From an optimization exercise on the open Yosys and OpenROAD flow, aimed at small area, a short achievable clock period and few clock cycles per item; shortcuts taken in it are not production practice.
Only simulation tests tie the RTL to the original design; equivalence was not proved.

## flow/design.v (module list and top-level ports; edited modules follow where they fit)
// module fp32_mul: 61 lines
// module mul24_r8: 1259 lines
// module fp32_add: 150 lines
// module lzc32: 37 lines
// module rail_loop: 380 lines
module rail_loop (
    input  wire        clk,
    input  wire        rst,           
    input  wire        cfg_we,
    input  wire [5:0]  cfg_addr,
    input  wire [31:0] cfg_wdata,
    input  wire        start,
    input  wire [31:0] i_k,           
    input  wire [31:0] i_sum,         
    output wire        ready,
    output reg         done,
    output reg  [31:0] c_out,         
    output reg  [15:0] insertion,     
    output reg  [3:0]  flags          
);
  // ...
==> flow/flow/run.sh <==
#!/bin/bash
# Standard layout, with timing repair aimed at a tighter setup margin than
# the default so that the achieved period shrinks (the SDC is unchanged).
set -euo pipefail
export SETUP_SLACK_MARGIN=7
bash standard.sh finish > flow_make.log 2>&1
==> flow/standard.sh <==
#!/bin/bash
# synth_recipe.tcl (not shown) runs the flow's synth.tcl, then flattens the netlist and writes it again
# the make line also repeats each setting of config.mk as NAME=value (left out here)
make -C /OpenROAD-flow-scripts/flow DESIGN_CONFIG=/design/flow/config.mk WORK_HOME=/design/flow/orfs CLKGATE_MAP_FILE= SYNTH_SCRIPT=/design/flow/synth_recipe.tcl "${@:-finish}"
==> flow/config.mk <==
export PLATFORM = sky130hd
export DESIGN_NAME = rail_loop
export DESIGN_NICKNAME = rail_loop
export VERILOG_FILES = /design/flow/design.v
export SDC_FILE = /design/flow/constraint.sdc
export NUM_CORES = 8
export LEC_CHECK = 0
export CAP_MARGIN = 20
export CORE_MARGIN = 2
export CORE_UTILIZATION = 40
export SLEW_MARGIN = 20
==> flow/constraint.sdc <==
create_clock -name core_clock -period 17.0 [get_ports {clk}]
set_input_delay 3.4000 -clock core_clock [delete_from_list [all_inputs] [get_ports {clk}]]
set_output_delay 3.4000 -clock core_clock [all_outputs]
set_load 0.01 [all_outputs]
==> run summary, run 1 <==
- Worst setup margin: 7.18 ns
- Yosys warns: 8
- Worst reg-to-reg setup slack: 7.18 ns
- Largest register FFs: 1280
- Largest family of logic cells by synthesized area: compound AO/OA/AOI/OAI gates
- Placed inst area: 226000 sq um
- Util after Layout: 44.8%
- Cell with the most instances after synthesis: edfxtp_1
- DR pass1 iterations: 12
- Post-synthesis simple-gate area fraction: 11.2%
- Post-detail-place hpwl: 641 mm
- # Post-CTS Setup Buffers: 51
- Pin count of the biggest net entering global routing: 72
- Synth Area in Adders: 12.5%
- Xor and xnor fraction of the mapped netlist area: 5.82%
- Final net count: 22600
- Outcome: timing/DRC/antenna clean
- Num tapcells: 7181
- M3 GR Usage: 7.93%
- Setup TNS: 0 ns
- Fin Hold WS: 0.287 ns
- Synth Instances: 21000
- Seq area share: 38.3%
- Drt total wl: 902 mm
- Max incr delay on CP: 0.68 ns
- Rows: 269
- TritonCTS clock tree: built
- Worst-path clk slew: 0.06 ns
- Data required, critical path: 17.97 ns
- Skew-Pair Late Insertion Delay: 1.10 ns
- Worst r2r dst: a2b[28]
- Register area share after synthesis: 42.7%
- Die height: 738 um
- Initial Utilization: 40.1%
- Hold path start: r2[28]
- Synth Area in Compound Gates: 19.6%
- Post-DRT Antenna Nets: 0
- Reg2Reg Depth: 38
- Crit path launch type: register
Testbench counts, summed over its fixed seeds: cycles 43,645, ticks 2,880.
==> module fp32_mul, before the edit <==
module fp32_mul (
    input  wire [25:0] a3,       
    input  wire [31:0] a,
    input  wire [31:0] b,
    output reg  [31:0] y,
    output reg         nonfinite
);
    localparam [30:0] SAT_MAG = 31'h49742400;
    wire        sy = a[31] ^ b[31];
    wire [7:0]  ea = a[30:23];
    wire [7:0]  eb = b[30:23];
    wire        za = (ea == 8'd0);
    wire        zb = (eb == 8'd0);
    wire [23:0] ma = {1'b1, a[22:0]};
    wire [23:0] mb = {1'b1, b[22:0]};
    wire [47:0] ra, rb;
    mul24_r8 u_tree (.a(ma), .a3(a3), .b(mb), .ra(ra), .rb(rb));
    wire [47:0] q0 = ra + rb;
    wire [47:0] hs = ra ^ rb ^ 48'h0000_0040_0000;
    wire [47:0] hc = {(ra[46:0] & rb[46:0]) | ((ra[46:0] | rb[46:0]) & 47'h0000_0040_0000), 1'b0};
    wire [47:0] q1 = hs + hc;           
    wire [5:0]  tza, tzb;
    lzc32 u_tza (.x({ma[0], ma[1], ma[2], ma[3], ma[4], ma[5], ma[6], ma[7],
                     ma[8], ma[9], ma[10], ma[11], ma[12], ma[13], ma[14], ma[15],
                     ma[16], ma[17], ma[18], ma[19], ma[20], ma[21], ma[22], ma[23], 8'd0}),
                 .n(tza));
    lzc32 u_tzb (.x({mb[0], mb[1], mb[2], mb[3], mb[4], mb[5], mb[6], mb[7],
                     mb[8], mb[9], mb[10], mb[11], mb[12], mb[13], mb[14], mb[15],
                     mb[16], mb[17], mb[18], mb[19], mb[20], mb[21], mb[22], mb[23], 8'd0}),
                 .n(tzb));
    wire [5:0]  tzp = {1'b0, tza[4:0]} + {1'b0, tzb[4:0]};
    wire        z22 = (tzp >= 6'd22);
    wire        z23 = (tzp >= 6'd23);
    wire        hi   = q0[47];                  
    wire        tie0 = z22 & !q0[22];
    wire        tie1 = z23 & !q1[23];
    wire        top  = hi & !q1[47];            
    wire [22:0] f0 = {q0[45:24], q0[23] & !tie0};
    wire [22:0] f1 = {q1[46:25], q1[24] & !tie1};
    wire [9:0]  e0 = {2'b00, ea} + {2'b00, eb} - 10'd127;      
    wire [9:0]  e1 = {2'b00, ea} + {2'b00, eb} - 10'd126;
    wire [9:0]  e2 = {2'b00, ea} + {2'b00, eb} - 10'd125;
    wire        o0 = !e0[9] && (e0[8:0] >= 9'd255);
    wire        o1 = !e1[9] && (e1[8:0] >= 9'd255);
    wire        o2 = !e2[9] && (e2[8:0] >= 9'd255);
    wire        u0 = e0[9] || (e0 == 10'd0);
    wire        u1 = e1[9] || (e1 == 10'd0);
    wire        u2 = e2[9] || (e2 == 10'd0);
    wire        nz   = !(za | zb);
    wire        k0   = nz & !o0 & !u0;          
    wire        v0   = nz & o0;                 
    wire        k1h  = top ? (nz & !o2 & !u2) : (nz & !o1 & !u1);
    wire        v1h  = nz & (top ? o2 : o1);
    wire [7:0]  e1h  = top ? e2[7:0] : e1[7:0];
    wire [30:0] y_lo = ({31{k0}} & {e0[7:0], f0}) | ({31{v0}} & SAT_MAG);
    wire [30:0] y_hi = ({31{k1h}} & {e1h, f1}) | ({31{v1h}} & SAT_MAG);
    always @* begin
        nonfinite = hi ? v1h : v0;
        y = {sy, hi ? y_hi : y_lo};
    end
endmodule
==> module fp32_add, before the edit <==
module fp32_add (
    input  wire [31:0] a,
    input  wire [31:0] b,
    input  wire        sub,
    input  wire        lim,
    output reg  [31:0] y,
    output reg         nonfinite,
    output reg         over
);
    localparam [30:0] SAT_MAG = 31'h49742400;
    wire [31:0] bb = {b[31] ^ sub, b[30:0]};
    wire [7:0]  ea = a[30:23];
    wire [7:0]  eb = bb[30:23];
    wire        za = (ea == 8'd0);
    wire        zb = (eb == 8'd0);
    wire        eff_sub = a[31] ^ bb[31];
    wire        same = (a[30:0] == bb[30:0]);
    wire [23:0] ma = {1'b1, a[22:0]};
    wire [23:0] mb = {1'b1, bb[22:0]};
    wire [8:0]  dab = {1'b0, ea} - {1'b0, eb};
    wire [8:0]  dba = {1'b0, eb} - {1'b0, ea};
    wire        bx  = dab[8];                  
    wire [7:0]  d   = bx ? dba[7:0] : dab[7:0];
    wire [7:0]  el  = bx ? eb : ea;
    wire        sl  = bx ? bb[31] : a[31];
    wire [23:0] ml  = bx ? mb : ma;
    wire [4:0]  da5  = ea[4:0] - eb[4:0];
    wire [4:0]  db5  = eb[4:0] - ea[4:0];
    wire        biga = (dab[7:5] != 3'd0);
    wire        bigb = (dba[7:5] != 3'd0);
    wire [26:0] mska = ~(27'h7FF_FFFF << da5);
    wire [26:0] mskb = ~(27'h7FF_FFFF << db5);
    wire        stka = biga | (|({mb, 3'b000} & mska));    
    wire        stkb = bigb | (|({ma, 3'b000} & mskb));    
    wire [26:0] sha0 = {mb, 3'b000} >> da5;
    wire [26:0] shb0 = {ma, 3'b000} >> db5;
    wire [26:0] sha  = sha0 & {27{!biga}};
    wire [26:0] shb  = shb0 & {27{!bigb}};
    wire [26:0] shf  = bx ? shb : sha;
    wire        stk  = bx ? stkb : stka;
    wire [26:0] al  = {shf[26:1], shf[0] | stk};
    wire [27:0] sf  = {1'b0, ml, 3'b000} + ({1'b0, al} ^ {28{eff_sub}}) + {27'd0, eff_sub};
    wire        f_up = sf[27];                 
    wire        f_dn = !sf[27] && !sf[26];     
    wire [23:0] mA = sf[27:4];
    wire        gA = sf[3];
    wire        sA = |sf[2:0];
    wire [23:0] mB = sf[26:3];
    wire        gB = sf[2];
    wire        sB = sf[1] | sf[0];
    wire [23:0] mC = sf[25:2];
    wire        gC = sf[1];
    wire        sC = sf[0];
    wire [22:0] pA = mA[22:0] + 23'd1;
    wire [22:0] pB = mB[22:0] + 23'd1;
    wire [22:0] pC = mC[22:0] + 23'd1;
    wire        iA = gA & (sA | mA[0]);
    wire        iB = gB & (sB | mB[0]);
    wire        iC = gC & (sC | mC[0]);
    wire        cA = iA & (&mA);                   
    wire        cB = iB & (&mB);
    wire        cC = iC & (&mC);
    localparam [22:0] SAT_F = 23'h742400;
    wire        gtA = (mA[22:0] > SAT_F), geA = (mA[22:0] >= SAT_F);
    wire        gtB = (mB[22:0] > SAT_F), geB = (mB[22:0] >= SAT_F);
    wire        gtC = (mC[22:0] > SAT_F), geC = (mC[22:0] >= SAT_F);
    wire [8:0]  el_m1 = {1'b0, el} - 9'd1;
    wire [8:0]  el_p1 = {1'b0, el} + 9'd1;
    wire [8:0]  el_p2 = {1'b0, el} + 9'd2;
    localparam [7:0] SAT_E = 8'h92;
    wire        ovA  = (el >= 8'd254), ovAc = (el >= 8'd253);
    wire        ovB  = (el == 8'd255), ovBc = (el >= 8'd254);
    wire        ovC  = 1'b0,           ovCc = (el == 8'd255);
    wire        unC  = (el <= 8'd1);
    wire        xA_gt = (el_p1 > {1'b0, SAT_E}), xA_eq = (el_p1 == {1'b0, SAT_E}), xAc_gt = (el_p2 > {1'b0, SAT_E});
    wire        xB_gt = (el > SAT_E),            xB_eq = (el == SAT_E),            xBc_gt = (el_p1 > {1'b0, SAT_E});
    wire        xC_gt = (el_m1 > {1'b0, SAT_E}), xC_eq = (el_m1 == {1'b0, SAT_E}), xCc_gt = (el > SAT_E);
    reg  [7:0]  efx;
    reg  [22:0] ff;
    reg         fovf, funf, fover;
    always @* begin
        if (f_up) begin
            efx   = cA ? el_p2[7:0] : el_p1[7:0];
            ff    = cA ? 23'd0 : (iA ? pA : mA[22:0]);
            fovf  = cA ? ovAc : ovA;
            funf  = 1'b0;
            fover = cA ? xAc_gt : (xA_gt | (xA_eq & (iA ? geA : gtA)));
        end else if (f_dn) begin
            efx   = cC ? el : el_m1[7:0];
            ff    = cC ? 23'd0 : (iC ? pC : mC[22:0]);
            fovf  = cC ? ovCc : ovC;
            funf  = cC ? 1'b0 : unC;
            fover = cC ? xCc_gt : (xC_gt | (xC_eq & (iC ? geC : gtC)));
        end else begin
            efx   = cB ? el_p1[7:0] : el;
            ff    = cB ? 23'd0 : (iB ? pB : mB[22:0]);
            fovf  = cB ? ovBc : ovB;
            funf  = 1'b0;
            fover = cB ? xBc_gt : (xB_gt | (xB_eq & (iB ? geB : gtB)));
        end
    end
    wire        d0  = (ea == eb);
    wire [25:0] xab = {1'b0, ma, 1'b0} - (d0 ? {1'b0, mb, 1'b0} : {2'b00, mb});
    wire [25:0] xba = {1'b0, mb, 1'b0} - (d0 ? {1'b0, ma, 1'b0} : {2'b00, ma});
    wire        pba = d0 ? xab[25] : bx;
    wire [24:0] sn  = pba ? xba[24:0] : xab[24:0];
    wire [7:0]  eln = pba ? eb : ea;
    wire        sln = pba ? bb[31] : a[31];
    wire [5:0]  lz;
    lzc32 u_lz (.x({sn, 7'h40}), .n(lz));
    wire [24:0] nn  = sn << lz[4:0];
    wire [8:0]  en  = {1'b0, eln} - {3'd0, lz};
    wire        nunf = ({3'd0, lz} >= {1'b0, eln});
    wire        near = eff_sub && (d[7:1] == 7'd0) && !sn[24];
    wire [8:0]  ka  = {1'b0, ea} - 9'd146;
    wire [8:0]  kb  = {1'b0, eb} - 9'd146;
    wire [8:0]  kn  = pba ? kb : ka;
    wire        n_egt = !kn[8] && (kn > {3'd0, lz});
    wire        n_eeq = !kn[8] && (kn == {3'd0, lz});
    wire        nover = n_egt || (n_eeq && (nn[23:1] > 23'h742400));
    wire        ova = (a[30:0] > SAT_MAG);
    wire        ovb = (bb[30:0] > SAT_MAG);
    always @* begin
        nonfinite = 1'b0;
        over      = 1'b0;
        if (za && zb)
            y = {a[31] & bb[31], 31'd0};
        else if (za) begin
            over = ovb;
            y = (lim && ovb) ? {bb[31], SAT_MAG} : bb;
        end else if (zb) begin
            over = ova;
            y = (lim && ova) ? {a[31], SAT_MAG} : a;
        end else if (eff_sub && same)
            y = 32'd0;
        else if (near) begin
            over = !nunf && nover;
            y = nunf ? {sln, 31'd0} : ((lim && nover) ? {sln, SAT_MAG} : {sln, en[7:0], nn[23:1]});
        end else if (fovf) begin
            y = {sl, SAT_MAG};
            nonfinite = 1'b1;
        end else if (funf)
            y = {sl, 31'd0};
        else begin
            over = fover;
            y = (lim && fover) ? {sl, SAT_MAG} : {sl, efx, ff};
        end
        over = over & lim;
    end
endmodule
==> module rail_loop, before the edit <==
module rail_loop (
    input  wire        clk,
    input  wire        rst,           
    input  wire        cfg_we,
    input  wire [5:0]  cfg_addr,
    input  wire [31:0] cfg_wdata,
    input  wire        start,
    input  wire [31:0] i_k,           
    input  wire [31:0] i_sum,         
    output wire        ready,
    output reg         done,
    output reg  [31:0] c_out,         
    output reg  [15:0] insertion,     
    output reg  [3:0]  flags          
);
    localparam [31:0] SAT     = 32'h49742400;    
    localparam [31:0] DELTA   = 32'h3D4CCCCD;    
    localparam [31:0] L_RESET = 32'h42700000;    
    localparam [5:0] A_SECTIONS = 6'd40;
    localparam [5:0] A_LIMIT    = 6'd41;
    localparam [5:0] A_SLEW     = 6'd42;
    localparam [5:0] A_SHARE    = 6'd43;
    localparam [5:0] A_ENABLE   = 6'd44;
    localparam [1:0] S_IDLE = 2'd0,
                     S_P1   = 2'd1,
                     S_P2   = 2'd2,
                     S_LOOP = 2'd3;
    reg  [31:0] coef [0:39];
    reg  [39:0] cv;                   
    reg  [3:0]  sections;
    reg  [31:0] out_limit;
    reg  [31:0] out_slew;
    reg  [31:0] share;
    reg         enable;
    reg  [31:0] s1  [0:7];
    reg  [31:0] s2  [0:7];
    reg  [7:0]  sv;                   
    reg  [31:0] s1n [0:7];
    reg  [31:0] s2n [0:7];
    reg  [31:0] c_prev;
    reg  [1:0]  state;
    reg         ph;                   
    reg  [3:0]  idx;                  
    reg         commit;               
    reg  [7:0]  cpend;                
    reg  [31:0] a1r, a2r;             
    reg         wr_s;                 
    reg  [2:0]  wr_i;
    reg  [31:0] ca1, ca2, ca3;        
    reg  [25:0] c3a1, c3a2, c3a3;     
    reg  [31:0] y;                    
    reg  [31:0] yb2;                  
    reg  [31:0] yb3;                  
    reg  [31:0] sa;                   
    reg  [31:0] sb;                   
    reg  [31:0] a2a, a2b;             
    reg         a2s;                  
    reg  [31:0] r1;                   
    reg  [31:0] r2, r2d;              
    reg  [31:0] r3;                   
    reg         p_s, p_z;             
    reg  [24:0] p_m2;                 
    reg  [10:0] p_e;                  
    reg  [31:0] lo, hi;
    reg         x_nz, x_pos;
    reg  [31:0] c;
    reg         disc;
    reg  [3:0]  fl;
    integer j;
    assign ready = (state == S_IDLE);
    wire [31:0] wdata_daz = (cfg_wdata[30:23] == 8'd0) ? {cfg_wdata[31], 31'd0} : cfg_wdata;
    wire [3:0]  wsec      = cfg_wdata[3] ? 4'd8 : cfg_wdata[3:0];
    wire [31:0] ik_daz    = (i_k[30:23] == 8'd0)       ? {i_k[31], 31'd0}       : i_k;
    wire [31:0] is_daz    = (i_sum[30:23] == 8'd0)     ? {i_sum[31], 31'd0}     : i_sum;
    wire [31:0] kb0 [0:7];
    wire [31:0] kb1 [0:7];
    wire [31:0] kb2 [0:7];
    wire [31:0] ka1 [0:7];
    wire [31:0] ka2 [0:7];
    wire [31:0] ks1 [0:7];
    wire [31:0] ks2 [0:7];
    genvar g;
    generate
        for (g = 0; g < 8; g = g + 1) begin : gk
            assign kb0[g] = coef[5*g+0] & {32{cv[5*g+0]}};
            assign kb1[g] = coef[5*g+1] & {32{cv[5*g+1]}};
            assign kb2[g] = coef[5*g+2] & {32{cv[5*g+2]}};
            assign ka1[g] = coef[5*g+3] & {32{cv[5*g+3]}};
            assign ka2[g] = coef[5*g+4] & {32{cv[5*g+4]}};
            assign ks1[g] = s1[g] & {32{sv[g]}};
            assign ks2[g] = s2[g] & {32{sv[g]}};
        end
    endgenerate
    wire [3:0] n     = sections;
    wire [2:0] i3    = idx[2:0];
    wire [2:0] i3p   = idx[2:0] + 3'd1;
    wire [2:0] i3m   = idx[2:0] - 3'd1;
    wire       in_e  = (state == S_LOOP) && !ph;
    wire       in_o  = (state == S_LOOP) && ph;
    wire       i_lt_n   = (idx < n);
    wire       i_ge1_le = (idx != 4'd0) && (idx <= n);
    wire       i_ge2    = (idx[3:1] != 3'd0);
    wire       last     = in_e && (idx == n + 4'd1);    
    wire       post     = in_e && (idx == n);           
    wire       ins1     = in_o && (idx == n);           
    wire v_m1 = (state == S_P1) || ((in_e || in_o) && i_lt_n);
    wire v_m2 = (in_e && i_ge1_le) || (in_o && i_lt_n);    
    wire v_m3 = in_e && i_ge1_le;
    wire v_a1 = (state == S_P2) || (in_o && i_lt_n) || (in_e && i_ge2);
    wire v_a2 = (state == S_P1) || (state == S_P2) || (in_o && i_ge1_le) || (in_e && i_ge2);
    wire l_a1 = (in_o && i_lt_n) || (in_e && i_ge2);          
    wire l_a2 = in_e && i_ge2;                                 
    wire [31:0] m1_y, m2_y, m3_y;
    wire        m1_nf, m2_nf, m3_nf;
    fp32_mul u_mul1 (.a(ca1), .a3(c3a1), .b(y),   .y(m1_y), .nonfinite(m1_nf));
    fp32_mul u_mul2 (.a(ca2), .a3(c3a2), .b(yb2), .y(m2_y), .nonfinite(m2_nf));
    fp32_mul u_mul3 (.a(ca3), .a3(c3a3), .b(yb3), .y(m3_y), .nonfinite(m3_nf));
    wire        a1_sub = (state == S_P2);
    wire [31:0] a1_y;
    wire        a1_nf, a1_over;
    fp32_add u_add1 (.a(sa), .b(sb), .sub(a1_sub), .lim(state == S_LOOP),
                     .y(a1_y), .nonfinite(a1_nf), .over(a1_over));
    wire [31:0] a2_y;
    wire        a2_nf, a2_over;
    fp32_add u_add2 (.a(a2a), .b(a2b), .sub(a2s), .lim(in_e),
                     .y(a2_y), .nonfinite(a2_nf), .over(a2_over));
    wire [31:0] yu   = (n == 4'd0 || y[30:0] == 31'd0) ? 32'd0 : y;    
    wire signed [32:0] k_u   = yu[31]     ? -$signed({2'b00, yu[30:0]})     : $signed({2'b00, yu[30:0]});
    wire signed [32:0] k_lo  = lo[31]     ? -$signed({2'b00, lo[30:0]})     : $signed({2'b00, lo[30:0]});
    wire signed [32:0] k_hi  = hi[31]     ? -$signed({2'b00, hi[30:0]})     : $signed({2'b00, hi[30:0]});
    wire signed [32:0] k_lp  = $signed({2'b00, out_limit[30:0]});
    wire signed [32:0] k_ln  = -$signed({2'b00, out_limit[30:0]});
    wire        u_big  = (yu[30:0] > out_limit[30:0]);
    wire        lim_hi = !yu[31] && u_big;
    wire        lim_lo =  yu[31] && u_big;
    wire [31:0] c_l    = lim_hi ? {1'b0, out_limit[30:0]} : (lim_lo ? {1'b1, out_limit[30:0]} : yu);
    wire        u_lt_lo  = (k_u < k_lo);
    wire        u_gt_lo  = (k_u > k_lo);
    wire        u_gt_hi  = (k_u > k_hi);
    wire        u_lt_hi  = (k_u < k_hi);
    wire        lp_lt_lo = (k_lp < k_lo);
    wire        lp_gt_hi = (k_lp > k_hi);
    wire        ln_lt_lo = (k_ln < k_lo);
    wire        ln_gt_hi = (k_ln > k_hi);
    wire        s_on    = (out_slew[30:23] != 8'd0) && !out_slew[31];
    wire        c_lt_lo = lim_hi ? lp_lt_lo : (lim_lo ? ln_lt_lo : u_lt_lo);
    wire        c_gt_hi = lim_hi ? lp_gt_hi : (lim_lo ? ln_gt_hi : u_gt_hi);
    wire        slew_lo = s_on && c_lt_lo;
    wire        slew_hi = s_on && !c_lt_lo && c_gt_hi;
    wire [31:0] c_s     = slew_lo ? lo : (slew_hi ? hi : c_l);
    wire        c_ne_u  = slew_lo ? (u_lt_lo | u_gt_lo) : (slew_hi ? (u_lt_hi | u_gt_hi) : (lim_hi | lim_lo));
    wire        u_gt_c  = slew_lo ? u_gt_lo : (slew_hi ? u_gt_hi : lim_hi);
    wire        xnz_v   = (idx == 4'd0) ? (y[30:0] != 31'd0) : x_nz;
    wire        xpos_v  = (idx == 4'd0) ? (!y[31] && y[30:0] != 31'd0) : x_pos;
    wire        disc_v  = c_ne_u && xnz_v && (xpos_v == u_gt_c);
    wire [23:0] cm   = {1'b1, c[22:0]};
    wire [32:0] cp   = cm * 9'd500;
    wire        cp_h = cp[32];
    wire [23:0] pm   = cp_h ? cp[32:9] : cp[31:8];
    wire        pg   = cp_h ? cp[8] : cp[7];
    wire        pst  = cp_h ? (|cp[7:0]) : (|cp[6:0]);
    wire        pinc = pg & (pst | pm[0]);
    wire [24:0] pmr  = {1'b0, pm} + {24'd0, pinc};
    wire [22:0] pf   = pmr[24] ? pmr[23:1] : pmr[22:0];
    wire signed [10:0] pe = $signed({3'b000, c[30:23]}) + (cp_h ? 11'sd9 : 11'sd8)
                            + $signed({10'd0, pmr[24]}) - 11'sd127;
    wire signed [10:0] pes = $signed(p_e);
    reg  [31:0] pint;
    reg  [15:0] ins_v;
    always @* begin
        if (p_z || pes < -11'sd1)
            pint = 32'd0;
        else if (pes > 11'sd15)
            pint = 32'h0001_0000;
        else
            pint = (({7'd0, p_m2} >> (6'd23 - pes[5:0])) + 32'd1) >> 1;
        if (p_s)
            ins_v = (pint > 32'd32768) ? 16'h8000 : (16'd0 - pint[15:0]);
        else
            ins_v = (pint > 32'd32767) ? 16'h7FFF : pint[15:0];
    end
    reg [31:0] ca1_n, ca2_n, ca3_n, sa_n;
    always @* begin
        ca1_n = ph ? kb0[i3p] : kb1[i3];
        ca2_n = ph ? ka1[i3]  : kb2[i3];
        ca3_n = ka2[i3];
        sa_n  = ph ? ks2[i3m] : ks1[i3];
        if (last)
            ca2_n = out_slew;
        if (state == S_IDLE || rst) begin
            ca1_n = share;
            ca2_n = rst ? 32'd0 : ((cfg_we && cfg_addr == A_SLEW) ? wdata_daz : out_slew);
            sa_n  = ik_daz;
        end else if (state == S_P1) begin
            sa_n  = sa;
        end else if (state == S_P2) begin
            ca1_n = kb0[0];
        end
    end
    always @(posedge clk) begin
        ca1  <= ca1_n;
        ca2  <= ca2_n;
        ca3  <= ca3_n;
        c3a1 <= 26'd3 * {2'b00, 1'b1, ca1_n[22:0]};
        c3a2 <= 26'd3 * {2'b00, 1'b1, ca2_n[22:0]};
        c3a3 <= 26'd3 * {2'b00, 1'b1, ca3_n[22:0]};
        sa   <= sa_n;
        r1   <= m1_y;
        r2   <= m2_y;
        r2d  <= r2;
        r3   <= m3_y;
        sb   <= in_o ? a2_y : m1_y;
        if (state == S_IDLE) begin
            a2a <= c_prev;
            a2b <= m2_y;
            a2s <= 1'b1;
        end else if (state == S_P1) begin
            a2a <= c_prev;
            a2s <= 1'b0;
        end else if (in_e) begin
            a2a <= r1;
            a2b <= m2_y;
            a2s <= 1'b1;
        end else begin
            a2a <= r2d;
            a2b <= r3;
            a2s <= 1'b1;
        end
        if (last)
            yb2 <= DELTA;
        if (state == S_IDLE || rst) begin
            y   <= is_daz;
            yb2 <= DELTA;
        end else if (state == S_P2) begin
            y   <= a1_y;
            yb2 <= a1_y;
            yb3 <= a1_y;
        end else if (in_o && i_lt_n) begin
            y   <= a1_y;
            yb2 <= a1_y;
            yb3 <= a1_y;
        end
        if (state == S_P1)
            lo <= a2_y;
        if (state == S_P2)
            hi <= a2_y;
        a1r  <= a1_y;
        a2r  <= a2_y;
        wr_s <= in_e && i_ge2;
        wr_i <= i3 - 3'd2;
        if (wr_s) begin
            for (j = 0; j < 8; j = j + 1)
                if (j == wr_i) begin
                    s1n[j] <= a1r;
                    s2n[j] <= a2r;
                end
        end
        if (post) begin
            c    <= c_s;
            disc <= disc_v;
        end
        if (in_e && idx == 4'd0) begin
            x_nz  <= (y[30:0] != 31'd0);
            x_pos <= !y[31] && (y[30:0] != 31'd0);
        end
        if (ins1) begin
            p_s  <= c[31];
            p_z  <= (c[30:23] == 8'd0);
            p_e  <= pe;
            p_m2 <= {1'b1, pf, 1'b0};
        end
        if (last) begin
            c_out     <= c;
            insertion <= ins_v;
        end else if (state == S_IDLE) begin
            c_out     <= 32'd0;
            insertion <= 16'd0;
        end
        if (rst) begin
            state     <= S_IDLE;
            ph        <= 1'b0;
            idx       <= 4'd0;
            done      <= 1'b0;
            commit    <= 1'b0;
            cpend     <= 8'd0;
            flags     <= 4'd0;
            fl        <= 4'd0;
            sections  <= 4'd0;
            out_limit <= L_RESET;
            out_slew  <= 32'd0;
            share     <= 32'd0;
            enable    <= 1'b0;
            c_prev    <= 32'd0;
            cv        <= 40'd0;
            sv        <= 8'd0;
        end else begin
            done   <= 1'b0;
            commit <= 1'b0;
            cpend  <= 8'd0;
            for (j = 0; j < 8; j = j + 1)
                if (cpend[j]) begin
                    s1[j] <= s1n[j];
                    s2[j] <= s2n[j];
                    sv[j] <= 1'b1;
                end
            fl[1] <= fl[1] | (m1_nf & v_m1) | (m2_nf & v_m2) | (m3_nf & v_m3)
                           | (a1_nf & v_a1) | (a2_nf & v_a2);
            fl[0] <= fl[0] | (a1_over & l_a1) | (a2_over & l_a2);
            case (state)
                S_IDLE: begin
                    if (commit) begin
                        for (j = 0; j < 8; j = j + 1)
                            if (j < n && !(cfg_we && ((cfg_addr == A_SECTIONS && j >= wsec)
                                                   || (cfg_addr == A_ENABLE && !cfg_wdata[0]))))
                                cpend[j] <= 1'b1;
                    end
                    fl <= 4'd0;
                    if (cfg_we) begin
                        for (j = 0; j < 40; j = j + 1)
                            if (cfg_addr == j) begin
                                coef[j] <= wdata_daz;
                                cv[j]   <= 1'b1;
                            end
                        case (cfg_addr)
                            A_SECTIONS: begin
                                sections <= wsec;
                                for (j = 0; j < 8; j = j + 1)
                                    if (j >= wsec)
                                        sv[j] <= 1'b0;
                            end
                            A_LIMIT: out_limit <= wdata_daz;
                            A_SLEW:  out_slew  <= wdata_daz;
                            A_SHARE: share     <= wdata_daz;
                            A_ENABLE: begin
                                enable <= cfg_wdata[0];
                                if (!cfg_wdata[0]) begin
                                    c_prev <= 32'd0;
                                    sv     <= 8'd0;
                                end
                            end
                            default: ;
                        endcase
                    end else if (start) begin
                        if (enable) begin
                            state <= S_P1;
                        end else begin
                            flags     <= 4'd0;
                            done      <= 1'b1;
                        end
                    end
                end
                S_P1: state <= S_P2;
                S_P2: begin
                    state <= S_LOOP;
                    ph    <= 1'b0;
                    idx   <= 4'd0;
                end
                default: begin
                    if (post) begin
                        fl[2] <= lim_hi | lim_lo;
                        fl[3] <= slew_lo | slew_hi;
                    end
                    if (last) begin
                        flags  <= {fl[3:2], fl[1] | (a1_nf & v_a1) | (a2_nf & v_a2),
                                   fl[0] | (a1_over & l_a1) | (a2_over & l_a2)};
                        done   <= 1'b1;
                        commit <= !disc;
                        c_prev <= c;
                        state  <= S_IDLE;
                    end else if (ph) begin
                        ph  <= 1'b0;
                        idx <= idx + 4'd1;
                    end else begin
                        ph  <= 1'b1;
                    end
                end
            endcase
        end
    end
endmodule
==> run 2: changes to the inputs <==
--- a/flow/design.v
+++ b/flow/design.v
@@ -19,21 +19,9 @@
     wire [47:0] hs = ra ^ rb ^ 48'h0000_0040_0000;
     wire [47:0] hc = {(ra[46:0] & rb[46:0]) | ((ra[46:0] | rb[46:0]) & 47'h0000_0040_0000), 1'b0};
     wire [47:0] q1 = hs + hc;           
-    wire [5:0]  tza, tzb;
-    lzc32 u_tza (.x({ma[0], ma[1], ma[2], ma[3], ma[4], ma[5], ma[6], ma[7],
-                     ma[8], ma[9], ma[10], ma[11], ma[12], ma[13], ma[14], ma[15],
-                     ma[16], ma[17], ma[18], ma[19], ma[20], ma[21], ma[22], ma[23], 8'd0}),
-                 .n(tza));
-    lzc32 u_tzb (.x({mb[0], mb[1], mb[2], mb[3], mb[4], mb[5], mb[6], mb[7],
-                     mb[8], mb[9], mb[10], mb[11], mb[12], mb[13], mb[14], mb[15],
-                     mb[16], mb[17], mb[18], mb[19], mb[20], mb[21], mb[22], mb[23], 8'd0}),
-                 .n(tzb));
-    wire [5:0]  tzp = {1'b0, tza[4:0]} + {1'b0, tzb[4:0]};
-    wire        z22 = (tzp >= 6'd22);
-    wire        z23 = (tzp >= 6'd23);
     wire        hi   = q0[47];                  
-    wire        tie0 = z22 & !q0[22];
-    wire        tie1 = z23 & !q1[23];
+    wire        tie0 = (q0[22:0] == 23'd0);      
+    wire        tie1 = (q1[23:0] == 24'd0);
     wire        top  = hi & !q1[47];            
     wire [22:0] f0 = {q0[45:24], q0[23] & !tie0};
     wire [22:0] f1 = {q1[46:25], q1[24] & !tie1};
@@ -1362,63 +1350,27 @@
     wire [27:0] sf  = {1'b0, ml, 3'b000} + ({1'b0, al} ^ {28{eff_sub}}) + {27'd0, eff_sub};
     wire        f_up = sf[27];                 
     wire        f_dn = !sf[27] && !sf[26];     
-    wire [23:0] mA = sf[27:4];
-    wire        gA = sf[3];
-    wire        sA = |sf[2:0];
-    wire [23:0] mB = sf[26:3];
-    wire        gB = sf[2];
-    wire        sB = sf[1] | sf[0];
-    wire [23:0] mC = sf[25:2];
-    wire        gC = sf[1];
-    wire        sC = sf[0];
-    wire [22:0] pA = mA[22:0] + 23'd1;
-    wire [22:0] pB = mB[22:0] + 23'd1;
-    wire [22:0] pC = mC[22:0] + 23'd1;
-    wire        iA = gA & (sA | mA[0]);
-    wire        iB = gB & (sB | mB[0]);
-    wire        iC = gC & (sC | mC[0]);
-    wire        cA = iA & (&mA);                   
-    wire        cB = iB & (&mB);
-    wire        cC = iC & (&mC);
+    wire [26:0] nf  = f_up ? {sf[27:2], sf[1] | sf[0]} : (f_dn ? {sf[25:0], 1'b0} : sf[26:0]);
+    wire [23:0] mN  = nf[26:3];
+    wire        iN  = nf[2] & (nf[1] | nf[0] | mN[0]);
+    wire [22:0] pN  = mN[22:0] + 23'd1;
+    wire        cN  = iN & (&mN);                 
     localparam [22:0] SAT_F = 23'h742400;
-    wire        gtA = (mA[22:0] > SAT_F), geA = (mA[22:0] >= SAT_F);
-    wire        gtB = (mB[22:0] > SAT_F), geB = (mB[22:0] >= SAT_F);
-    wire        gtC = (mC[22:0] > SAT_F), geC = (mC[22:0] >= SAT_F);
+    wire        gtN = (mN[22:0] > SAT_F), geN = (mN[22:0] >= SAT_F);
     wire [8:0]  el_m1 = {1'b0, el} - 9'd1;
     wire [8:0]  el_p1 = {1'b0, el} + 9'd1;
     wire [8:0]  el_p2 = {1'b0, el} + 9'd2;
-    localparam [7:0] SAT_E = 8'h92;
-    wire        ovA  = (el >= 8'd254), ovAc = (el >= 8'd253);
-    wire        ovB  = (el == 8'd255), ovBc = (el >= 8'd254);
-    wire        ovC  = 1'b0,           ovCc = (el == 8'd255);
-    wire        unC  = (el <= 8'd1);
-    wire        xA_gt = (el_p1 > {1'b0, SAT_E}), xA_eq = (el_p1 == {1'b0, SAT_E}), xAc_gt = (el_p2 > {1'b0, SAT_E});
-    wire        xB_gt = (el > SAT_E),            xB_eq = (el == SAT_E),            xBc_gt = (el_p1 > {1'b0, SAT_E});
-    wire        xC_gt = (el_m1 > {1'b0, SAT_E}), xC_eq = (el_m1 == {1'b0, SAT_E}), xCc_gt = (el > SAT_E);
-    reg  [7:0]  efx;
-    reg  [22:0] ff;
-    reg         fovf, funf, fover;
-    always @* begin
-        if (f_up) begin
-            efx   = cA ? el_p2[7:0] : el_p1[7:0];
-            ff    = cA ? 23'd0 : (iA ? pA : mA[22:0]);
-            fovf  = cA ? ovAc : ovA;
-            funf  = 1'b0;
-            fover = cA ? xAc_gt : (xA_gt | (xA_eq & (iA ? geA : gtA)));
-        end else if (f_dn) begin
-            efx   = cC ? el : el_m1[7:0];
-            ff    = cC ? 23'd0 : (iC ? pC : mC[22:0]);
-            fovf  = cC ? ovCc : ovC;
-            funf  = cC ? 1'b0 : unC;
-            fover = cC ? xCc_gt : (xC_gt | (xC_eq & (iC ? geC : gtC)));
-        end else begin
-            efx   = cB ? el_p1[7:0] : el;
-            ff    = cB ? 23'd0 : (iB ? pB : mB[22:0]);
-            fovf  = cB ? ovBc : ovB;
-            funf  = 1'b0;
-            fover = cB ? xBc_gt : (xB_gt | (xB_eq & (iB ? geB : gtB)));
-        end
-    end
+    localparam [8:0] SAT_E = 9'h092;
+    wire [8:0]  eX  = f_up ? el_p1 : (f_dn ? el_m1 : {1'b0, el});
+    wire [8:0]  eXc = f_up ? el_p2 : (f_dn ? {1'b0, el} : el_p1);
+    wire        ovX  = (eX >= 9'd255), ovXc = (eXc >= 9'd255);
+    wire        unX  = (eX == 9'd0);
+    wire        xgt  = (eX > SAT_E), xeq = (eX == SAT_E), xcgt = (eXc > SAT_E);
+    wire [7:0]  efx   = cN ? eXc[7:0] : eX[7:0];
+    wire [22:0] ff    = cN ? 23'd0 : (iN ? pN : mN[22:0]);
+    wire        fovf  = cN ? ovXc : ovX;
+    wire        funf  = !cN & unX;
+    wire        fover = cN ? xcgt : (xgt | (xeq & (iN ? geN : gtN)));
     wire        d0  = (ea == eb);
     wire [25:0] xab = {1'b0, ma, 1'b0} - (d0 ? {1'b0, mb, 1'b0} : {2'b00, mb});
     wire [25:0] xba = {1'b0, mb, 1'b0} - (d0 ? {1'b0, ma, 1'b0} : {2'b00, ma});
@@ -1557,7 +1509,6 @@
     reg  [25:0] c3a1, c3a2, c3a3;     
     reg  [31:0] y;                    
     reg  [31:0] yb2;                  
-    reg  [31:0] yb3;                  
     reg  [31:0] sa;                   
     reg  [31:0] sb;                   
     reg  [31:0] a2a, a2b;             
@@ -1621,7 +1572,7 @@
     wire        m1_nf, m2_nf, m3_nf;
     fp32_mul u_mul1 (.a(ca1), .a3(c3a1), .b(y),   .y(m1_y), .nonfinite(m1_nf));
     fp32_mul u_mul2 (.a(ca2), .a3(c3a2), .b(yb2), .y(m2_y), .nonfinite(m2_nf));
-    fp32_mul u_mul3 (.a(ca3), .a3(c3a3), .b(yb3), .y(m3_y), .nonfinite(m3_nf));
+    fp32_mul u_mul3 (.a(ca3), .a3(c3a3), .b(y),   .y(m3_y), .nonfinite(m3_nf));
     wire        a1_sub = (state == S_P2);
     wire [31:0] a1_y;
     wire        a1_nf, a1_over;
@@ -1741,11 +1692,9 @@
         end else if (state == S_P2) begin
             y   <= a1_y;
             yb2 <= a1_y;
-            yb3 <= a1_y;
         end else if (in_o && i_lt_n) begin
             y   <= a1_y;
             yb2 <= a1_y;
-            yb3 <= a1_y;
         end
         if (state == S_P1)
             lo <= a2_y;
==> flow/flow/run.sh (replaced) <==
#!/bin/bash
# Standard layout, with timing repair aimed at a tighter setup margin than
# the default so that the achieved period shrinks (the SDC is unchanged).
set -euo pipefail
export SETUP_SLACK_MARGIN=8
bash standard.sh finish > flow_make.log 2>&1
--- a/flow/config.mk
+++ b/flow/config.mk
@@ -8,4 +8,6 @@
 export CAP_MARGIN = 20
 export CORE_MARGIN = 2
 export CORE_UTILIZATION = 40
+export CTS_CLUSTER_DIAMETER = 100
+export CTS_CLUSTER_SIZE = 20
 export SLEW_MARGIN = 20
==> run summary, run 2 <==
- Synth Instances: 21400 (+1.9%)
- Final net count: 23100 (+2.6%)
- Max Fclk: 0.111 GHz
- Root buf cell: clkbuf_16
- Main flop type after synthesis: edfxtp_1
- Final setup viols: 0
- CP arrival: 9.71 ns
- Multi-input logic area: 121000 sq um
- Clock skew: 0.0692 ns
- Data required, critical path: 17.68 ns (-0.29 ns)
- Post-DRT Antenna Nets: 0 (unchanged)
- Post-synth EDFFs: 2583
- H-tree depth: 4
- Fin crit period: 9.03 ns
- Layout cells sized above 1: 12.9%
- Yosys warns: 8 (unchanged)
- RSZ-0062 raised after global routing: true
- Slew Viols, Final: 0
- Routed WL per cell: 32.0 um
- First-pass GRT wire length: 1280 mm
- Antenna violations before repair: 68
- Register area share after synthesis: 42.0% (-0.67 points)
- CP endpoint kind: register
- Initial Utilization: 40.1% (-0.057 points)
- Die height: 740 um (+0.27%)
- Yosys reg bits: 3252
- Total CTS buffers: 199
- Max Cap Viol: 0
- Crit path launch type: register
- Outcome: timing/DRC/antenna clean
- GRT overflow: 0
- DR pass1 iterations: 13 (+1)
- Number of remaining DRC errors: 0
- Die area: 547000 sq um
- Netlist cell types: 111
- Max incr delay on CP: 0.57 ns (-0.11 ns)
- Initial DRC count: 26600
- Vias in the first global route: 170000
- Setup CP Type: reg -> reg
- Yosys top cell area share: 35.8%
- Worst-path fanout max: 5
- Register area: 91100 sq um
- DIE WIDTH: 740 um
- Slew @ Worst Pin: 1.29 ns
- Skew-Pair Late Insertion Delay: 1.01 ns (-0.09 ns)
- Rows: 270 (+0.37%)
- Biggest register: coef
- Syn_nets: 23200
- Commonest non-fill, non-tap cell in the layout: edfxtp_1
- Clk buf depth: 4
- Worst-path clk slew: 0.09 ns (+0.03 ns)
- Setup TNS: 0 ns (unchanged)
- Slowest-stage cell, CP: fa_1
- Final hold vios: 0
- # port buffers: 159
- TritonCTS clock tree: built
- Async SR Flop Fraction: 0%
- Synth area leader: edfxtp_1
- Area grow syn2layout: 13.2%
- Core area: 540000 sq um
- Final cycle utilization of the critical path: 53.1%
- Fill count: 50500
- Top post-synthesis cells by area: edfxtp_1 (36%), fa_1 (6.2%), dfxtp_1 (6.2%), ha_1 (6.0%), xnor2_1 (3.8%)
- Cell with the most instances after synthesis: edfxtp_1
- Synth Cell Area: 216000 sq um
- Pin count of the biggest net entering global routing: 70 (-2.8%)
- Post-detail-place hpwl: 641 mm (about the same)
- Gr usage total: 31.7%
- Post-synthesis area per instance: 10.1 sq um
- GP Congestion: 1.05
- Most frequent cells in the layout: edfxtp_1 (2583), nand2_1 (1877), nor2_1 (1285), a21oi_1 (1268), inv_1 (1079)
- Max transition margin: 13.8%
- Number of clock sinks: 3252
- DR vias: 184000
- Drt total wl: 920 mm (+2.0%)
- Boundary pin count: 160
- Largest register FFs: 1280 (unchanged)
- Vias per inst: 6.42
- Hold crit path type: reg -> reg
- Post-synth top cells: edfxtp_1 (2583), nand2_1 (1915), nor2_1 (1394)
-- run 2: cell types whose count changed after synthesis, moves of 31 or more --
cell / change
nand2_1: +234
a22oi_1: -64
mux2i_1: +64
a21oi_1: +61
inv_1: +49
a221oi_1: -35
a21o_1: +34
a31oi_1: +32
edfxtp_1: -32
nand2b_1: +32
o31ai_1: +31
-- run 2: cell families after synthesis --
family / after synthesis / share of synthesized area (%)
flops: 3252 / 42.0
fa+ha+maj: 1721 / 12.3
mux: 685 / 3.73
xor+xnor: 1387 / 5.62
compound gates: 6194 / 20.0
buf+inv: 2701 / 4.74
simple gates: 5427 / 11.7
-- run 2: critical path, delay by kind of cell, from the launching register on --
family	cells	cell delay, ns
adder cells (fa/ha/maj)	10	3.49
AO/OA/AOI/OAI	12	1.95
AND/OR/NAND/NOR	14	1.74
buffers and inverters	9	0.75
flip-flops	1	0.42
XOR/XNOR	2	0.35
-- run 2: final cells by class --
class,instances,area share (%)
inverters,1137,1.76
multi-input cells,15400,49.6
well taps,7208,3.68
repair buffers,1313,5.33
diodes,51,0.0521
clock buffers,293,2.19
clock inverters,40,0.255
flip-flops and latches,3252,37.2
-- run 2: per-layer routing --
metal	wire, um	track usage [%]	part of all wire (%)	vias to the layer above
met5	250	0	0.027	-
met1	368000	43.4	40	91400
met3	107000	7.73	12	2166
met4	56100	15.2	6.1	30
li1	-	-	-	79600
met2	389000	47.1	42	11200
-- run 2: metrics by stage --
step	util [%]	std cells	instance area (sq um)	hold WS (ns)	setup WS (ns)
finish	45.4	28700	245000	0.325	7.97
global route	45.4	28700	245000	0.337	7.60
CTS	44.3	28400	239000	0.327	7.97
detailed placement	42.1	27800	227000	0.312	4.90
global placement	42.1	27800	227000	0.312	4.97
floorplan	-	21400	217000	0.310	7.94
-- run 2: final timing paths --
path           from  endpoint  slack, ns  depth (start not counted)
min          r2[21]   r2d[21]       0.33                          0
max reg2reg    c[1]    p_e[6]       7.97                         47
min reg2reg  r2[21]   r2d[21]       0.33                          0
max            c[1]    p_e[6]       7.97                         47
-- run 2: repair_timing --
action,in CTS,in global routing
hold buffers,0,0
endpoints found under the setup margin,421,368
resized for setup,676,746
pin swaps,93,265
gates cloned,32,40
setup buffers,195,230
Testbench counts of run 2, summed over its fixed seeds: cycles 43,645, ticks 2,880.
==> run 3: changes to the inputs <==
--- a/flow/design.v
+++ b/flow/design.v
@@ -1468,9 +1468,9 @@
     input  wire [31:0] i_sum,         
     output wire        ready,
     output reg         done,
-    output reg  [31:0] c_out,         
+    output wire [31:0] c_out,         
     output reg  [15:0] insertion,     
-    output reg  [3:0]  flags          
+    output wire [3:0]  flags          
 );
     localparam [31:0] SAT     = 32'h49742400;    
     localparam [31:0] DELTA   = 32'h3D4CCCCD;    
@@ -1516,9 +1516,8 @@
     reg  [31:0] r1;                   
     reg  [31:0] r2, r2d;              
     reg  [31:0] r3;                   
-    reg         p_s, p_z;             
-    reg  [24:0] p_m2;                 
-    reg  [10:0] p_e;                  
+    reg  [23:0] p_pm;                 
+    reg         p_inc, p_h;           
     reg  [31:0] lo, hi;
     reg         x_nz, x_pos;
     reg  [31:0] c;
@@ -1526,6 +1525,8 @@
     reg  [3:0]  fl;
     integer j;
     assign ready = (state == S_IDLE);
+    assign c_out = c;
+    assign flags = fl;
     wire [31:0] wdata_daz = (cfg_wdata[30:23] == 8'd0) ? {cfg_wdata[31], 31'd0} : cfg_wdata;
     wire [3:0]  wsec      = cfg_wdata[3] ? 4'd8 : cfg_wdata[3:0];
     wire [31:0] ik_daz    = (i_k[30:23] == 8'd0)       ? {i_k[31], 31'd0}       : i_k;
@@ -1618,21 +1619,21 @@
     wire        pg   = cp_h ? cp[8] : cp[7];
     wire        pst  = cp_h ? (|cp[7:0]) : (|cp[6:0]);
     wire        pinc = pg & (pst | pm[0]);
-    wire [24:0] pmr  = {1'b0, pm} + {24'd0, pinc};
+    wire [24:0] pmr  = {1'b0, p_pm} + {24'd0, p_inc};
     wire [22:0] pf   = pmr[24] ? pmr[23:1] : pmr[22:0];
-    wire signed [10:0] pe = $signed({3'b000, c[30:23]}) + (cp_h ? 11'sd9 : 11'sd8)
-                            + $signed({10'd0, pmr[24]}) - 11'sd127;
-    wire signed [10:0] pes = $signed(p_e);
+    wire signed [10:0] pes = $signed({3'b000, c[30:23]}) + (p_h ? 11'sd9 : 11'sd8)
+                             + $signed({10'd0, pmr[24]}) - 11'sd127;
+    wire [24:0] p_m2 = {1'b1, pf, 1'b0};
     reg  [31:0] pint;
     reg  [15:0] ins_v;
     always @* begin
-        if (p_z || pes < -11'sd1)
+        if (c[30:23] == 8'd0 || pes < -11'sd1)
             pint = 32'd0;
         else if (pes > 11'sd15)
             pint = 32'h0001_0000;
         else
             pint = (({7'd0, p_m2} >> (6'd23 - pes[5:0])) + 32'd1) >> 1;
-        if (p_s)
+        if (c[31])
             ins_v = (pint > 32'd32768) ? 16'h8000 : (16'd0 - pint[15:0]);
         else
             ins_v = (pint > 32'd32767) ? 16'h7FFF : pint[15:0];
@@ -1720,17 +1721,16 @@
             x_pos <= !y[31] && (y[30:0] != 31'd0);
         end
         if (ins1) begin
-            p_s  <= c[31];
-            p_z  <= (c[30:23] == 8'd0);
-            p_e  <= pe;
-            p_m2 <= {1'b1, pf, 1'b0};
+            p_pm  <= pm;
+            p_inc <= pinc;
+            p_h   <= cp_h;
         end
         if (last) begin
-            c_out     <= c;
             insertion <= ins_v;
         end else if (state == S_IDLE) begin
-            c_out     <= 32'd0;
             insertion <= 16'd0;
+            if (!cfg_we && start && !enable)
+                c <= 32'd0;
         end
         if (rst) begin
             state     <= S_IDLE;
@@ -1739,7 +1739,6 @@
             done      <= 1'b0;
             commit    <= 1'b0;
             cpend     <= 8'd0;
-            flags     <= 4'd0;
             fl        <= 4'd0;
             sections  <= 4'd0;
             out_limit <= L_RESET;
@@ -1800,7 +1799,6 @@
                         if (enable) begin
                             state <= S_P1;
                         end else begin
-                            flags     <= 4'd0;
                             done      <= 1'b1;
                         end
                     end
@@ -1817,8 +1815,6 @@
                         fl[3] <= slew_lo | slew_hi;
                     end
                     if (last) begin
-                        flags  <= {fl[3:2], fl[1] | (a1_nf & v_a1) | (a2_nf & v_a2),
-                                   fl[0] | (a1_over & l_a1) | (a2_over & l_a2)};
                         done   <= 1'b1;
                         commit <= !disc;
                         c_prev <= c;
--- a/flow/config.mk
+++ b/flow/config.mk
@@ -7,7 +7,7 @@
 export LEC_CHECK = 0
 export CAP_MARGIN = 20
 export CORE_MARGIN = 2
-export CORE_UTILIZATION = 40
+export CORE_UTILIZATION = 46
 export CTS_CLUSTER_DIAMETER = 100
 export CTS_CLUSTER_SIZE = 20
 export SLEW_MARGIN = 20
==> run summary, run 3 <==
- Max incr delay on CP: 0.58 ns (about the same)
- Post-synth top cells: edfxtp_1 (2509), nand2_1 (1684), clkbuf_1 (1363)
- Post-synthesis area per instance: 10.1 sq um (+0.12%)
- Synth area leader: edfxtp_1
- Rows: 250 (-7.4%)
- DIE WIDTH: 685 um (-7.4%)
- Initial Utilization: 46.1% (+6.0 points)
- H-tree depth: 4 (unchanged)
- Area grow syn2layout: 11.8%
- Final cycle utilization of the critical path: 52.6% (-0.51 points)
- Pin count of the biggest net entering global routing: 103 (+47%)
- Clock skew: 0.145 ns (+0.0753 ns)
- Vias in the first global route: 165000 (-2.7%)
- Post-DRT Antenna Nets: 0 (unchanged)
- Crit path launch type: register
- Netlist cell types: 112 (+0.90%)
- First-pass GRT wire length: 1240 mm (-3.1%)
- Top post-synthesis cells by area: edfxtp_1 (35%), dfxtp_1 (6.5%), fa_1 (6.3%), ha_1 (6.1%), xnor2_1 (3.9%)
- Layout cells sized above 1: 12.3% (-0.60 points)
- Gr usage total: 36.1% (+4.4 points)
- Outcome: timing/DRC/antenna clean
- Biggest register: coef
- Placed inst area: 223000 sq um (-1.8%)
- Fill count: 41600 (-18%)
- Die height: 685 um (-7.4%)
- Fin crit period: 8.94 ns (-0.0871 ns)
- Cell with the most instances after synthesis: edfxtp_1
- Hold crit path type: reg -> reg
- Root buf cell: clkbuf_16
- Post-route cell area: 239000 sq um (-2.6%)
- Routed WL per cell: 32.5 um (+1.4%)
- Final hold vios: 0 (unchanged)
- Most frequent cells in the layout: edfxtp_1 (2509), nand2_1 (1653), a21oi_1 (1256), inv_1 (1244), nor2_1 (1215)
- Slowest-stage cell, CP: or4_4
- Register area: 89400 sq um (-1.9%)
- Worst hold path stage count: 0 (unchanged)
- Clk buf depth: 4 (unchanged)
- Max transition margin: 14.5% (+0.70 points)
- Setup TNS: 0 ns (unchanged)
- Initial DRC count: 26100 (-2.2%)
- Post-synth EDFFs: 2509 (-2.9%)
- Register area share after synthesis: 41.9% (-0.18 points)
- Core area: 463000 sq um (-14%)
- Final net count: 22800 (-1.6%)
- # port buffers: 159 (unchanged)
- Reg2Reg Depth: 41 (-13%)
- Commonest non-fill, non-tap cell in the layout: edfxtp_1
- Boundary pin count: 160 (unchanged)
- CP arrival: 9.65 ns (-0.06 ns)
- Die area: 469000 sq um (-14%)
- DR pass1 iterations: 10 (-3)
- Yosys top cell area share: 35.3% (-0.53 points)
- Yosys reg bits: 3206 (-1.4%)
- RSZ-0062 raised after global routing: true
- Data required, critical path: 17.71 ns (+0.03 ns)
- Antenna violations before repair: 79 (+16%)
- Max Cap Viol: 0 (unchanged)
- DR vias: 179000 (-2.9%)
- Worst-path clk slew: 0.09 ns (about the same)
- Drt total wl: 887 mm (-3.6%)
- Multi-input logic area: 119000 sq um (-2.2%)
- Setup CP Type: reg -> reg
- Slew Viols, Final: 0 (unchanged)
- Slew @ Worst Pin: 1.28 ns (-0.0123 ns)
- Worst-path fanout max: 7 (+2)
- Number of remaining DRC errors: 0 (unchanged)
- Vias per inst: 6.56 (+2.1%)
- Total CTS buffers: 201 (+1.0%)
- Cell mode on critical path: a21o_1
- CP endpoint kind: register
- Main flop type after synthesis: edfxtp_1
- Async SR Flop Fraction: 0% (unchanged)
- Synth Cell Area: 213000 sq um (-1.4%)
- Post-detail-place hpwl: 627 mm (-2.1%)
- Synth Instances: 21000 (-1.5%)
- Yosys warns: 8 (unchanged)
- GRT overflow: 0 (unchanged)
- Largest register FFs: 1280 (unchanged)
- Final setup viols: 0 (unchanged)
- Skew-Pair Late Insertion Delay: 1.05 ns (+0.04 ns)
- Fin Hold WS: 0.322 ns (-0.00353 ns)
- Syn_nets: 22900 (-1.4%)
- Number of clock sinks: 3206 (-1.4%)
- GP Congestion: 1.01 (-3.8%)
- Max Fclk: 0.112 GHz (+0.97%)
- Util after Layout: 51.6% (+6.2 points)
- TritonCTS clock tree: built
- Cts hold-fix bufs: 0 (unchanged)
[run 3: path summary, 6_finish.rpt]
path               start       to  slack (ns)
setup / recovery  sa[23]    y[28]        8.06
hold / removal    r2[10]  r2d[10]        0.32
setup reg to reg  sa[23]    y[28]        8.06
hold reg to reg   r2[10]  r2d[10]        0.32
[run 3: cell type report]
cell class | count | area share (%)
repair buffers | 1238 | 4.83
inverters | 1281 | 2.04
clock inverters | 47 | 0.306
clock buffers | 296 | 2.29
multi-input cells | 15000 | 49.8
well taps | 6174 | 3.24
flip-flops and latches | 3206 | 37.5
repair inverters | 1 | 0.00210
diodes | 51 | 0.0535
[run 3: what timing repair did]
item | 4_1_cts | 5_1_grt
setup buffers | 149 | 195
gates cloned | 25 | 24
resized for setup | 611 | 565
setup endpoints to repair | 405 | 384
pin swaps | 95 | 222
[run 3: stage by stage]
step                      setup WS (ns)  instances
after floorplan                    7.98      21000
after global placement             4.38      26500
after detailed placement           4.33      26500
after CTS                          8.00      27000
after global routing               7.87      27300
final                              8.06      27300
[run 3: critical path, delay by kind of cell, from the launching register on]
family / cells / cell delay, ns
XOR/XNOR: 1 / 0.14
multiplexers: 2 / 0.58
buffers and inverters: 9 / 1.18
AO/OA/AOI/OAI: 17 / 3.68
adder cells (fa/ha/maj): 4 / 0.87
AND/OR/NAND/NOR: 8 / 1.69
flip-flops: 1 / 0.45
[run 3: routing by layer]
layer	global-route usage [%]	vias up	wire length, um
met5	0	-	142
met4	16.6	18	51700
met3	7.39	1871	93300
met2	54.9	10400	384000
met1	49.5	88700	358000
li1	-	78100	-
[run 3: cell families (layout without fill, tap and decap cells)]
kind of cell,count (synthesis),after routing,share of synthesized area (%)
mux,685,685,3.71
compound gates,6131,6132,20.1
flops,3206,3206,41.9
fa+ha+maj,1720,1720,12.4
buf+inv,2827,2863,5.01
xor+xnor,1389,1390,5.71
other cells,0,51,0
simple gates,5082,5087,11.2
Testbench counts of run 3, summed over its fixed seeds: cycles 43,645, ticks 2,880.
==> run 4: changes to the inputs <==
--- a/flow/config.mk
+++ b/flow/config.mk
@@ -7,7 +7,7 @@
 export LEC_CHECK = 0
 export CAP_MARGIN = 20
 export CORE_MARGIN = 2
-export CORE_UTILIZATION = 46
+export CORE_UTILIZATION = 40
 export CTS_CLUSTER_DIAMETER = 100
 export CTS_CLUSTER_SIZE = 20
 export SLEW_MARGIN = 20
==> run summary, run 4 <==
- Slowest-stage cell, CP: fa_1
- Data required, critical path: 17.80 ns (+0.09 ns)
- Biggest register: coef
- Setup TNS: 0 ns (unchanged)
- Die height: 734 um (+7.2%)
- Max incr delay on CP: 0.61 ns (+0.03 ns)
- Final hold vios: 0 (unchanged)
- Vias per inst: 6.41 (-2.3%)
- Largest register FFs: 1280 (unchanged)
- Max transition margin: 14.7% (+0.19 points)
- Yosys reg bits: 3206 (unchanged)
- Slew Viols, Final: 0 (unchanged)
- Vias in the first global route: 166000 (+0.38%)
- Drt total wl: 877 mm (-1.2%)
- Fin crit period: 8.93 ns (-0.0151 ns)
- Area grow syn2layout: 11.7% (about the same)
- RSZ-0062 raised after global routing: true
- GP Congestion: 1.03 (+1.9%)
- Worst-path clk slew: 0.09 ns (about the same)
- Top post-synthesis cells by area: edfxtp_1 (35%), dfxtp_1 (6.5%), fa_1 (6.3%), ha_1 (6.1%), xnor2_1 (3.9%)
- Util after Layout: 44.8% (-6.7 points)
- Yosys warns: 8 (unchanged)
- Slew @ Worst Pin: 1.26 ns (-0.0172 ns)
- Total CTS buffers: 197 (-2.0%)
- Initial DRC count: 26600 (+2.1%)
- Crit path launch type: register
- Cell mode on critical path: fa_1
- Register area: 89300 sq um (about the same)
- Hold crit path type: reg -> reg
- Async SR Flop Fraction: 0% (unchanged)
- Die area: 539000 sq um (+15%)
- Final setup viols: 0 (unchanged)
- Boundary pin count: 160 (unchanged)
- Commonest non-fill, non-tap cell in the layout: edfxtp_1
- Antenna violations before repair: 80 (+1.3%)
- Yosys top cell area share: 35.3% (unchanged)
- Post-synth EDFFs: 2509 (unchanged)
- Synth Instances: 21000 (unchanged)
- Clk buf depth: 4 (unchanged)
- Post-synthesis area per instance: 10.1 sq um (unchanged)
- Core area: 532000 sq um (+15%)
- Fill count: 50000 (+20%)
- Number of remaining DRC errors: 0 (unchanged)
- Rows: 268 (+7.2%)
- Netlist cell types: 112 (unchanged)
- Routed WL per cell: 31.2 um (-4.0%)
- Register area share after synthesis: 41.9% (unchanged)
- First-pass GRT wire length: 1220 mm (-1.2%)
- DR pass1 iterations: 16 (+6)
- Root buf cell: clkbuf_16
- Outcome: timing/DRC/antenna clean
- Clock skew: 0.0959 ns (-0.0486 ns)
- Post-DRT Antenna Nets: 0 (unchanged)
- Initial Utilization: 40.1% (-6.0 points)
- Final net count: 22700 (-0.33%)
- Final cycle utilization of the critical path: 52.5% (-0.089 points)
- Cell with the most instances after synthesis: edfxtp_1
- Most frequent cells in the layout: edfxtp_1 (2509), nand2_1 (1657), a21oi_1 (1259), inv_1 (1246), nor2_1 (1216)
- TritonCTS clock tree: built
- Number of clock sinks: 3206 (unchanged)
- Setup CP Type: reg -> reg
- DR vias: 180000 (+0.62%)
- Max Cap Viol: 0 (unchanged)
- Synth area leader: edfxtp_1
- CP endpoint kind: register
- Post-synth top cells: edfxtp_1 (2509), nand2_1 (1684), clkbuf_1 (1363)
- Syn_nets: 22900 (unchanged)
- H-tree depth: 4 (unchanged)
- Worst-path fanout max: 46 (+39)
- Placed inst area: 224000 sq um (+0.37%)
- Main flop type after synthesis: edfxtp_1
- Skew-Pair Late Insertion Delay: 1.02 ns (-0.03 ns)
- Pin count of the biggest net entering global routing: 108 (+4.9%)
- Multi-input logic area: 118000 sq um (-0.53%)
- GRT overflow: 0 (unchanged)
- Synth Cell Area: 213000 sq um (unchanged)
- DIE WIDTH: 734 um (+7.2%)
- Post-route cell area: 238000 sq um (about the same)
- Max Fclk: 0.112 GHz (+0.17%)
- Post-detail-place hpwl: 613 mm (-2.2%)
- # port buffers: 159 (unchanged)
- Gr usage total: 30.8% (-5.3 points)
- Layout cells sized above 1: 11.6% (-0.70 points)
- CP arrival: 9.72 ns (+0.07 ns)
[run 4: per-layer routing]
layer  global-route usage, %  up-vias  share of wire [%]
met5                       0        -              0.027
met4                    16.0       34                6.6
met3                    6.75     2155                 12
met2                    45.8    11300                 42
met1                    41.9    88700                 39
li1                        -    78000                  -
[run 4: area by class of cell]
type / instances / area share, %
timing repair buffer: 1165 / 4.60
clock buffer: 323 / 2.30
antenna: 59 / 0.0619
tap: 7020 / 3.69
timing repair inverter: 3 / 0.00630
inverter: 1281 / 2.04
multi-input combinational: 15000 / 49.6
clock inverter: 41 / 0.259
sequential: 3206 / 37.5
[run 4: path summary, 6_finish.rpt]
path	endpoint	slack (ns)	cells after the start	start
max	sb[26]	8.07	30	y[19]
min	r2d[29]	0.30	0	r2[29]
max reg2reg	sb[26]	8.07	30	y[19]
min reg2reg	r2d[29]	0.30	0	r2[29]
[run 4: logic make-up after synthesis]
family | Yosys count | synth area share, %
multiplexers | 685 | 3.71
adder cells (fa/ha/maj) | 1720 | 12.4
AND/OR/NAND/NOR | 5082 | 11.2
flip-flops | 3206 | 41.9
buffers and inverters | 2827 | 5.01
XOR/XNOR | 1389 | 5.71
AO/OA/AOI/OAI | 6131 | 20.1
[run 4: through the flow]
step | hold WS, ns | std cells | worst slack [ns]
after global routing | 0.321 | 28100 | 7.81
after floorplan | 0.310 | 21000 | 7.98
final | 0.296 | 28100 | 8.07
after global placement | 0.311 | 27300 | 4.94
after CTS | 0.309 | 27900 | 8.00
after detailed placement | 0.312 | 27300 | 4.87
[run 4: worst max-delay path, delay by kind of cell, from the launching register on]
kind / cells / cell delay, ns
simple gates: 4 / 0.94
xor+xnor: 3 / 1.01
flops: 1 / 0.40
compound gates: 12 / 2.38
fa+ha+maj: 6 / 2.68
buf+inv: 5 / 1.26
[run 4: timing repair]
item,4_1_cts,5_1_grt
gates resized for setup,517,555
setup endpoints to repair,403,363
setup buffers,147,146
hold buffers,0,0
pin swaps,63,168
gates cloned,22,31

==> separate check: timing with driven ports <==
The results above use ideal ports. As a check the final layouts listed here were re-extracted and re-timed, cells and wires unchanged. Step 1 (the two cells are an assumption about what drives the block):
set clk [get_ports {clk}]
set_driving_cell -lib_cell sky130_fd_sc_hd__clkbuf_16 $clk
set_driving_cell -lib_cell sky130_fd_sc_hd__buf_2 [delete_from_list [all_inputs] $clk]
Step 2 times the ports against the registers' clock, not the clock port: input delays grow and output delays shrink by t, the midpoint of the rising clock arrivals with the driver on. a / b / c = ideal / step 1 / step 2; a / b = the first two.
run	shift t [ns]	setup slack, ns	hold slack, ns	clock arrival spread, ns	worst register clock-pin slew, ns
run 1	1.142	7.183 / 7.183 / 6.426	0.287 / 0.287 / 0.287	0.165 / 0.166	0.08 / 0.08
run 2	1.066	7.972 / 7.972 / 7.336	0.325 / 0.325 / 0.325	0.079 / 0.079	0.10 / 0.10
run 3	1.095	8.059 / 8.059 / 7.437	0.322 / 0.322 / 0.322	0.145 / 0.145	0.10 / 0.10
run 4	1.094	8.074 / 8.074 / 7.290	0.296 / 0.296 / 0.296	0.108 / 0.108	0.10 / 0.10
After both steps setup and hold are still met in every run listed. The setup slack of run 4, which loses most, moves by 0.000 ns with the drivers and by -0.784 ns with both steps.
